This is an optimization exercise on Yosys and OpenROAD, whose aim is small area and a short achievable clock period, not a production implementation. In this exercise RTL edits were held to simulation tests only and were not proved equivalent to the original.

==> inputs of run F <==
// dmd_top
module dmd_top (
    input  wire        clk,
    input  wire        rst,
    input  wire [47:0] cfg_freq,      
    input  wire [2:0]  cfg_mode,      
    input  wire [17:0] cfg_ax0_i,
    input  wire [17:0] cfg_ax0_q,
    input  wire [17:0] cfg_ax1_i,
    input  wire [17:0] cfg_ax1_q,
    input  wire [35:0] cfg_t0,
    input  wire [35:0] cfg_t1,
    input  wire [35:0] cfg_t2,
    input  wire        s_valid,
    input  wire        s_start,       
    input  wire [11:0] s_len,         
    input  wire [47:0] s_phase,       
    input  wire [15:0] s_y,           
    input  wire [35:0] s_w,           
    output reg         res_valid,
    output reg  [35:0] res_i,
    output reg  [35:0] res_q,
    output reg  [1:0]  res_state,
    output reg  [3:0]  res_flags      
);
==> flow/config.mk <==
export PLATFORM = sky130hd
export DESIGN_NAME = dmd_top
export DESIGN_NICKNAME = dmd_top
export VERILOG_FILES = /design/flow/design.v
export SDC_FILE = /design/flow/constraint.sdc
export NUM_CORES = 4
export LEC_CHECK = 0
export CAP_MARGIN = 20
export CORE_MARGIN = 2
export CORE_UTILIZATION = 52
export SETUP_SLACK_MARGIN = 1.0
export SLEW_MARGIN = 20
export SYNTH_MEMORY_MAX_BITS = 65536
==> flow/constraint.sdc <==
create_clock -name core_clock -period 20.0 [get_ports {clk}]
set_input_delay 4.0000 -clock core_clock [delete_from_list [all_inputs] [get_ports {clk}]]
set_output_delay 4.0000 -clock core_clock [all_outputs]
set_load 0.01 [all_outputs]
standard.sh (not shown) runs the stock make flow with config.mk's settings and CLKGATE_MAP_FILE= SYNTH_SCRIPT=/design/flow/synth_recipe.tcl, a recipe that flattens the netlist after the stock synthesis.
==> flow/flow/run.sh <==
#!/bin/bash
# The standard layout (the standard.sh), except that timing repair aims
# for more setup slack than the design's flow settings ask for, and the port
# buffers are sky130_fd_sc_hd__buf_2. The clock period, constraints,
# synthesis, floorplan, power grid and routing are the standard ones.
set -euo pipefail
MARGIN=$(cat flow/margin.txt)
# standard synthesis, unchanged
bash standard.sh synth > synth.log 2>&1
# the rest of the standard flow with the larger setup margin
sed -e "s/SETUP_SLACK_MARGIN=[-0-9.]*/SETUP_SLACK_MARGIN=${MARGIN} BUFFER_PORTS_ARGS='-buffer_cell sky130_fd_sc_hd__buf_2'/" standard.sh > standard_margin.sh
bash standard_margin.sh > layout.log 2>&1
==> flow/flow/margin.txt <==
14.9
==> run K: changes against run F <==
--- a/flow/design.v
+++ b/flow/design.v
@@ -982,14 +982,15 @@
   reg [3:0]  j;
   reg        lastg;       
   reg        firstg;      
   reg        nf;          
   reg [17:0] d_i, d_q;    
   reg [2:0]  dga1, dgb1, dga2, dgb2;    
   reg [48:0] ai, aq;
+  reg [35:0] x_i, x_q;    
   reg        sdec, sint, sproj;
   reg        ge0;
   function [2:0] benc;
     input [2:0] b;    
     begin
       benc[2] = b[2] & ~(b[1] & b[0]);
       benc[1] = b[1] ^ b[0];
@@ -1023,16 +1024,16 @@
   wire in_b = sB;
   wire in_c = sC;
   reg  clr;    
   wire [48:0] bias = in_c ? (49'd1 << 16) : (49'd1 << 11);
   wire [48:0] t1_in = clr ? bias : ai;
   wire [48:0] t2_in = clr ? bias : aq;
   wire [48:0] r1, r2;
-  dmd_dp u_dp1 (.t(t1_in), .xa(res_i), .xb(res_q), .da(dga1), .db(dgb1), .r(r1));
-  dmd_dp u_dp2 (.t(t2_in), .xa(res_i), .xb(res_q), .da(dga2), .db(dgb2), .r(r2));
+  dmd_dp u_dp1 (.t(t1_in), .xa(x_i), .xb(x_q), .da(dga1), .db(dgb1), .r(r1));
+  dmd_dp u_dp2 (.t(t2_in), .xa(x_i), .xb(x_q), .da(dga2), .db(dgb2), .r(r2));
   wire [48:0] ai_full = {ai[30:0], d_i};
   wire [48:0] aq_full = {aq[30:0], d_q};
   wire [35:0] ii, qq;
   wire        isat_i, isat_q;
   dmd_narrow #(.QW(37), .OW(36)) u_ni_i (.q(ai_full[48:12]), .tie(~|ai_full[11:0]), .y(ii), .sat(isat_i));
   dmd_narrow #(.QW(37), .OW(36)) u_ni_q (.q(aq_full[48:12]), .tie(~|aq_full[11:0]), .y(qq), .sat(isat_q));
   wire [35:0] p0, p1;
@@ -1129,20 +1130,22 @@
       dgb2 <= axdig(ax1q, in_c ? jn : 4'd0);
     end
     if (aen) begin
       ai <= run ? {{2{r1[48]}}, r1[48:2]} : sR ? ai_full : {{13{p0[35]}}, p0};
       aq <= run ? {{2{r2[48]}}, r2[48:2]} : sR ? aq_full : {{13{p1[35]}}, p1};
     end
     if (gnx) begin
-      res_i <= {{18{s_w[35]}}, s_w[35:18]};
-      res_q <= {{18{s_w[17]}}, s_w[17:0]};
+      x_i <= {{18{s_w[35]}}, s_w[35:18]};
+      x_q <= {{18{s_w[17]}}, s_w[17:0]};
     end else if (sR & lastg) begin
-      res_i <= ii;
-      res_q <= qq;
+      x_i <= ii;
+      x_q <= qq;
     end
+    res_i <= x_i;
+    res_q <= x_q;
     if (sR) sint <= isat_i | isat_q;
     if (sP1) sproj <= psat0 | psat1;
     if (sP2) begin
       ge0 <= c_ge0;
       ge2 <= c_ge2;
     end
     if (sP3) begin
- CORE_UTILIZATION: 52 -> 40
- CTS_CLUSTER_SIZE: unset -> 30
==> run Z: changes against run F <==
--- a/flow/design.v
+++ b/flow/design.v
@@ -862,16 +862,16 @@
   wire take = s_valid & (active | s_start);
   wire gend = s_valid & gnx;
   wire wend = s_valid & wnx;
   reg        k30, k31;    
   wire       k29 = (kcnt == 5'd29);
   reg        rem1;        
   wire        active_n = ~rst & (take ? ~wend : active);
-  wire [4:0]  kcnt_n   = s_valid ? (s_start ? 5'd1 : kcnt + 5'd1) : kcnt;
-  wire [11:0] rem_n    = (s_valid & s_start) ? s_len : (gend ? rem - 12'd1 : rem);
+  wire [4:0]  kcnt_n   = take ? (s_start ? 5'd1 : kcnt + 5'd1) : kcnt;
+  wire [11:0] rem_n    = (take & s_start) ? s_len : (gend ? rem - 12'd1 : rem);
   wire        gnx_n    = active_n & ((k30 & take & ~s_start) | (k31 & ~take));
   wire [47:0] ph_next;
   dmd_add #(.N(48)) u_phadd (.a(ph), .b(freq), .ci(1'b0), .s(ph_next));
   reg [17:0] ax0i, ax0q, ax1i, ax1q;
   reg [35:0] t2r;
   always @(posedge clk) begin
     freq <= cfg_freq;
@@ -881,20 +881,20 @@
     ax1q <= cfg_ax1_q;
     t2r  <= cfg_t2;
   end
   always @(posedge clk) begin
     active <= active_n;
     kcnt   <= kcnt_n;
     rem    <= rem_n;
-    k30    <= s_valid ? (~s_start & k29) : k30;
-    k31    <= s_valid ? (~s_start & k30) : k31;
+    k30    <= take ? (~s_start & k29) : k30;
+    k31    <= take ? (~s_start & k30) : k31;
     rem1   <= (rem == 12'd1);
     gnx    <= gnx_n;
     wnx    <= gnx_n & rem1;
-    if (s_valid) begin
+    if (take) begin
       ph <= s_start ? s_phase : ph_next;
     end
   end
   reg [15:0] y1;
   reg        v1, f1, e1, l1;
   always @(posedge clk) begin
     y1 <= s_y;
@@ -972,15 +972,15 @@
   wire [38:0] acc_i_full, acc_q_full;
   dmd_add #(.N(39)) u_ra_i (.a(acc_i), .b(cexp(accc_i)), .ci(1'b0), .s(acc_i_full));
   dmd_add #(.N(39)) u_ra_q (.a(acc_q), .b(cexp(accc_q)), .ci(1'b0), .s(acc_q_full));
   wire [17:0] dn_i, dn_q;
   wire        dsat_i, dsat_q;
   dmd_narrow #(.QW(20), .OW(18)) u_nd_i (.q(acc_i_full[38:19]), .tie(~|acc_i_full[18:0]), .y(dn_i), .sat(dsat_i));
   dmd_narrow #(.QW(20), .OW(18)) u_nd_q (.q(acc_q_full[38:19]), .tie(~|acc_q_full[18:0]), .y(dn_q), .sat(dsat_q));
-  reg        sB, sR, sC, sP1, sP2, sP3, sP4;    
+  reg        sB, sR, sC, sP1, sP2, sP3;    
   reg        run;         
   reg        aen;         
   reg [3:0]  j;
   reg        lastg;       
   reg        firstg;      
   reg        nf;          
   reg [17:0] d_i, d_q;    
@@ -1044,15 +1044,15 @@
   wire [35:0] tdr = {d_i, d_q};
   wire        c_ge0, c_ge2, c_mg, c_ge1, c_ge1b;
   reg         ge2, mg;
   dmd_ge #(.N(36)) u_ge0  (.a(pp0), .b(tdr), .ge(c_ge0));
   dmd_ge #(.N(36)) u_ge2  (.a(pp0), .b(t2r), .ge(c_ge2));
   dmd_ge #(.N(36)) u_ge1  (.a(pp0), .b(tdr), .ge(c_ge1));
   dmd_ge #(.N(36)) u_ge1b (.a(pp1), .b(tdr), .ge(c_ge1b));
-  dmd_lt3 u_mg (.x(pp0 ^ {36{~ge0}}), .y(tdr ^ {36{ge0}}), .z(~t2r), .lt(c_mg));
+  dmd_lt3 u_mg (.x(pp0 ^ {36{~c_ge0}}), .y(tdr ^ {36{c_ge0}}), .z(~t2r), .lt(c_mg));
   reg [1:0] state;
   always @* begin
     case (cfg_mode)
       3'd1:    state = {1'b0, ge0};
       3'd2:    state = {1'b0, ge0} + {1'b0, c_ge1} + {1'b0, ge2};
       3'd3:    state = {c_ge1b, ge0};
       3'd4:    state = c_ge1b ? 2'd2 : {1'b0, ge0};
@@ -1069,26 +1069,25 @@
   always @(posedge clk) begin
     sB  <= sB_n;
     sR  <= sR_n;
     sC  <= sC_n;
     sP1 <= sP1_n;
     sP2 <= ~rst & sP1;
     sP3 <= ~rst & sP2;
-    sP4 <= ~rst & sP3;
     run <= sB_n | sC_n;
     clr <= (e3 & nf) | (sR & lastg);
     aen <= sB_n | sC_n | sR_n | sP1_n;
     if (rst) begin
       nf <= 1'b1;
     end else if (sR) begin
       nf <= lastg;
     end
   end
   always @(posedge clk) begin
-    res_valid <= ~rst & sP4;
+    res_valid <= ~rst & sP3;
   end
   always @(posedge clk) begin
     j <= (run & ~jl) ? jn : 4'd0;
     if (e3) begin
       lastg  <= l3;
       firstg <= nf;
       sdec   <= (nf ? 1'b0 : sdec) | dsat_i | dsat_q;
@@ -1098,23 +1097,17 @@
       d_q <= dn_q;
     end else if (run) begin
       d_i <= {r1[1:0], d_i[17:2]};
       d_q <= {r2[1:0], d_q[17:2]};
     end else if (sP1) begin
       d_i <= cfg_t0[35:18];
       d_q <= cfg_t0[17:0];
-    end else if (sP3) begin
+    end else if (sP2) begin
       d_i <= cfg_t1[35:18];
       d_q <= cfg_t1[17:0];
-    end else if (sP2) begin
-      d_i <= d_i;
-      d_q <= d_q;
-    end else begin
-      d_i <= {r1[1:0], d_i[17:2]};    
-      d_q <= {r2[1:0], d_q[17:2]};
     end
     if (e3) begin
       dga1 <= benc({dn_i[1:0], 1'b0});
       dgb2 <= benc({dn_i[1:0], 1'b0});
       dga2 <= benc({dn_q[1:0], 1'b0});
       dgb1 <= bneg(benc({dn_q[1:0], 1'b0}));
     end else if (in_b) begin
@@ -1128,27 +1121,27 @@
       dga2 <= axdig(ax1i, in_c ? jn : 4'd0);
       dgb2 <= axdig(ax1q, in_c ? jn : 4'd0);
     end
     if (aen) begin
       ai <= run ? {{2{r1[48]}}, r1[48:2]} : sR ? ai_full : {{13{p0[35]}}, p0};
       aq <= run ? {{2{r2[48]}}, r2[48:2]} : sR ? aq_full : {{13{p1[35]}}, p1};
     end
-    if (gnx) begin
+    if (gend) begin
       res_i <= {{18{s_w[35]}}, s_w[35:18]};
       res_q <= {{18{s_w[17]}}, s_w[17:0]};
     end else if (sR & lastg) begin
       res_i <= ii;
       res_q <= qq;
     end
     if (sR) sint <= isat_i | isat_q;
     if (sP1) sproj <= psat0 | psat1;
     if (sP2) begin
       ge0 <= c_ge0;
       ge2 <= c_ge2;
+      mg  <= c_mg;
     end
     if (sP3) begin
-      mg <= c_mg;
+      res_state <= state;
+      res_flags <= {margin, sproj, sint, sdec};
     end
-    res_state <= state;
-    res_flags <= {margin, sproj, sint, sdec};
   end
 endmodule
==> flow/run.sh (new file) <==
#!/bin/bash
# synth_recipe.tcl (not shown) runs the flow's synth.tcl, then flattens the netlist and writes it again
# the make line also repeats each setting of config.mk as NAME=value (left out here)
make -C /OpenROAD-flow-scripts/flow DESIGN_CONFIG=/design/flow/config.mk WORK_HOME=/design/flow/orfs CLKGATE_MAP_FILE= SYNTH_SCRIPT=/design/flow/synth_recipe.tcl finish
- CORE_UTILIZATION: 52 -> 40
removed: flow/flow/run.sh
removed: flow/flow/margin.txt
removed: flow/standard.sh
==> run H: changes against run F <==
--- a/flow/design.v
+++ b/flow/design.v
@@ -982,14 +982,15 @@
   reg [3:0]  j;
   reg        lastg;       
   reg        firstg;      
   reg        nf;          
   reg [17:0] d_i, d_q;    
   reg [2:0]  dga1, dgb1, dga2, dgb2;    
   reg [48:0] ai, aq;
+  reg [35:0] x_i, x_q;    
   reg        sdec, sint, sproj;
   reg        ge0;
   function [2:0] benc;
     input [2:0] b;    
     begin
       benc[2] = b[2] & ~(b[1] & b[0]);
       benc[1] = b[1] ^ b[0];
@@ -1023,16 +1024,16 @@
   wire in_b = sB;
   wire in_c = sC;
   reg  clr;    
   wire [48:0] bias = in_c ? (49'd1 << 16) : (49'd1 << 11);
   wire [48:0] t1_in = clr ? bias : ai;
   wire [48:0] t2_in = clr ? bias : aq;
   wire [48:0] r1, r2;
-  dmd_dp u_dp1 (.t(t1_in), .xa(res_i), .xb(res_q), .da(dga1), .db(dgb1), .r(r1));
-  dmd_dp u_dp2 (.t(t2_in), .xa(res_i), .xb(res_q), .da(dga2), .db(dgb2), .r(r2));
+  dmd_dp u_dp1 (.t(t1_in), .xa(x_i), .xb(x_q), .da(dga1), .db(dgb1), .r(r1));
+  dmd_dp u_dp2 (.t(t2_in), .xa(x_i), .xb(x_q), .da(dga2), .db(dgb2), .r(r2));
   wire [48:0] ai_full = {ai[30:0], d_i};
   wire [48:0] aq_full = {aq[30:0], d_q};
   wire [35:0] ii, qq;
   wire        isat_i, isat_q;
   dmd_narrow #(.QW(37), .OW(36)) u_ni_i (.q(ai_full[48:12]), .tie(~|ai_full[11:0]), .y(ii), .sat(isat_i));
   dmd_narrow #(.QW(37), .OW(36)) u_ni_q (.q(aq_full[48:12]), .tie(~|aq_full[11:0]), .y(qq), .sat(isat_q));
   wire [35:0] p0, p1;
@@ -1129,20 +1130,22 @@
       dgb2 <= axdig(ax1q, in_c ? jn : 4'd0);
     end
     if (aen) begin
       ai <= run ? {{2{r1[48]}}, r1[48:2]} : sR ? ai_full : {{13{p0[35]}}, p0};
       aq <= run ? {{2{r2[48]}}, r2[48:2]} : sR ? aq_full : {{13{p1[35]}}, p1};
     end
     if (gnx) begin
-      res_i <= {{18{s_w[35]}}, s_w[35:18]};
-      res_q <= {{18{s_w[17]}}, s_w[17:0]};
+      x_i <= {{18{s_w[35]}}, s_w[35:18]};
+      x_q <= {{18{s_w[17]}}, s_w[17:0]};
     end else if (sR & lastg) begin
-      res_i <= ii;
-      res_q <= qq;
+      x_i <= ii;
+      x_q <= qq;
     end
+    res_i <= x_i;
+    res_q <= x_q;
     if (sR) sint <= isat_i | isat_q;
     if (sP1) sproj <= psat0 | psat1;
     if (sP2) begin
       ge0 <= c_ge0;
       ge2 <= c_ge2;
     end
     if (sP3) begin
==> flow/flow/run.sh (replaced) <==
#!/bin/bash
# The standard layout (the standard.sh), except that timing repair aims
# for more setup slack than the design's flow settings ask for, and the port
# buffers are sky130_fd_sc_hd__buf_1. The clock period, constraints,
# synthesis, floorplan, power grid and routing are the standard ones.
set -euo pipefail
MARGIN=$(cat flow/margin.txt)
# standard synthesis, unchanged
bash standard.sh synth > synth.log 2>&1
# the rest of the standard flow with the larger setup margin
sed -e "s/SETUP_SLACK_MARGIN=[-0-9.]*/SETUP_SLACK_MARGIN=${MARGIN} BUFFER_PORTS_ARGS='-buffer_cell sky130_fd_sc_hd__buf_1'/" standard.sh > standard_margin.sh
bash standard_margin.sh > layout.log 2>&1
==> summary.md <==
| Metric | Value |
|---|---|
| Status | `finished clean` |
| Synth cell types | `97` |
| Hold_sp | `f1` |
| Fin Clk Skew | `0.0820 ns` |
| Chip Width | `398 µm` |
| Largest stage delay on the critical path | `0.76 ns` |
| Syn_area_per_cell | `8.99 µm²` |
| Register area | `0.0170 mm²` |
| Non-clock inverter count | `508` |
| Most frequent cells in the layout | `xnor2_1, nand2_1, inv_1` |
| GPL Wtd Cong | `1.01` |
Source of the figures above: run Z

==> summary.md <==
| Metric | Value |
|---|---|
| Largest stage delay on the critical path | `0.40 ns` |
| Status | `finished clean` |
| Most frequent cells in the layout | `inv_1, xnor2_1, nand2_1` |
| Chip Width | `353 µm` |
| GPL Wtd Cong | `0.983` |
Source of the figures above: run H

==> summary.md <==
| Metric | Value |
|---|---|
| Status | `finished clean` |
| Largest stage delay on the critical path | `0.37 ns` |
| Synth cell types | `94` |
| Register area | `0.0185 mm²` |
| Chip Width | `402 µm` |
| Hold_sp | `f1` |
| Non-clock inverter count | `557` |
| Syn_area_per_cell | `9.11 µm²` |
Source of the figures above: run K

==> summary.md <==
| Metric | Value |
|---|---|
| Synth cell types | `96` |
| Fin Clk Skew | `0.0675 ns` |
| Syn_area_per_cell | `8.99 µm²` |
| GPL Wtd Cong | `0.991` |
| Status | `finished clean` |
| Hold_sp | `f1` |
| Most frequent cells in the layout | `nand2_1, inv_1, xnor2_1` |
| Non-clock inverter count | `551` |
| Register area | `0.0170 mm²` |
| Largest stage delay on the critical path | `0.52 ns` |
Source of the figures above: run F

==> what the ideal ports hide <==
No port has a modelled driver above. Below, the same layouts with a new extraction and two added sets of constraints.
Step 1: set_driving_cell puts a clkbuf_16 on clk and a buf_2 on each other input, an assumption about the parent block.
Step 2, shift: input delay + t, output delay - t, t = (earliest + latest rising clock arrival at the registers) / 2. This alone moves slack from input paths to output paths.
Three values: ideal, step 1, step 2; two values: the first two.
| run | t (ns) | setup WS [ns] | hold WS [ns] | worst setup path at the end | worst slew at a driven data input, ns |
|---|---|---|---|---|---|
| run F | 0.778 | 14.594 / 14.516 / 14.361 | 0.328 / 0.328 / 0.328 | input to register | 0.17 |
| run K | 0.812 | 14.764 / 14.680 / 14.401 | 0.326 / 0.326 / 0.326 | input to register | 0.12 |
| run Z | 0.789 | 13.632 / 13.632 / 12.921 | 0.326 / 0.326 / 0.326 | input to register | 0.13 |
| run H | 0.782 | 14.771 / 14.695 / 14.311 | 0.332 / 0.332 / 0.332 | input to register | 0.09 |
After both steps every run listed still meets setup and hold. For run Z, which loses most, drivers alone change the setup slack by 0.000 ns; drivers and shift together by -0.711 ns.
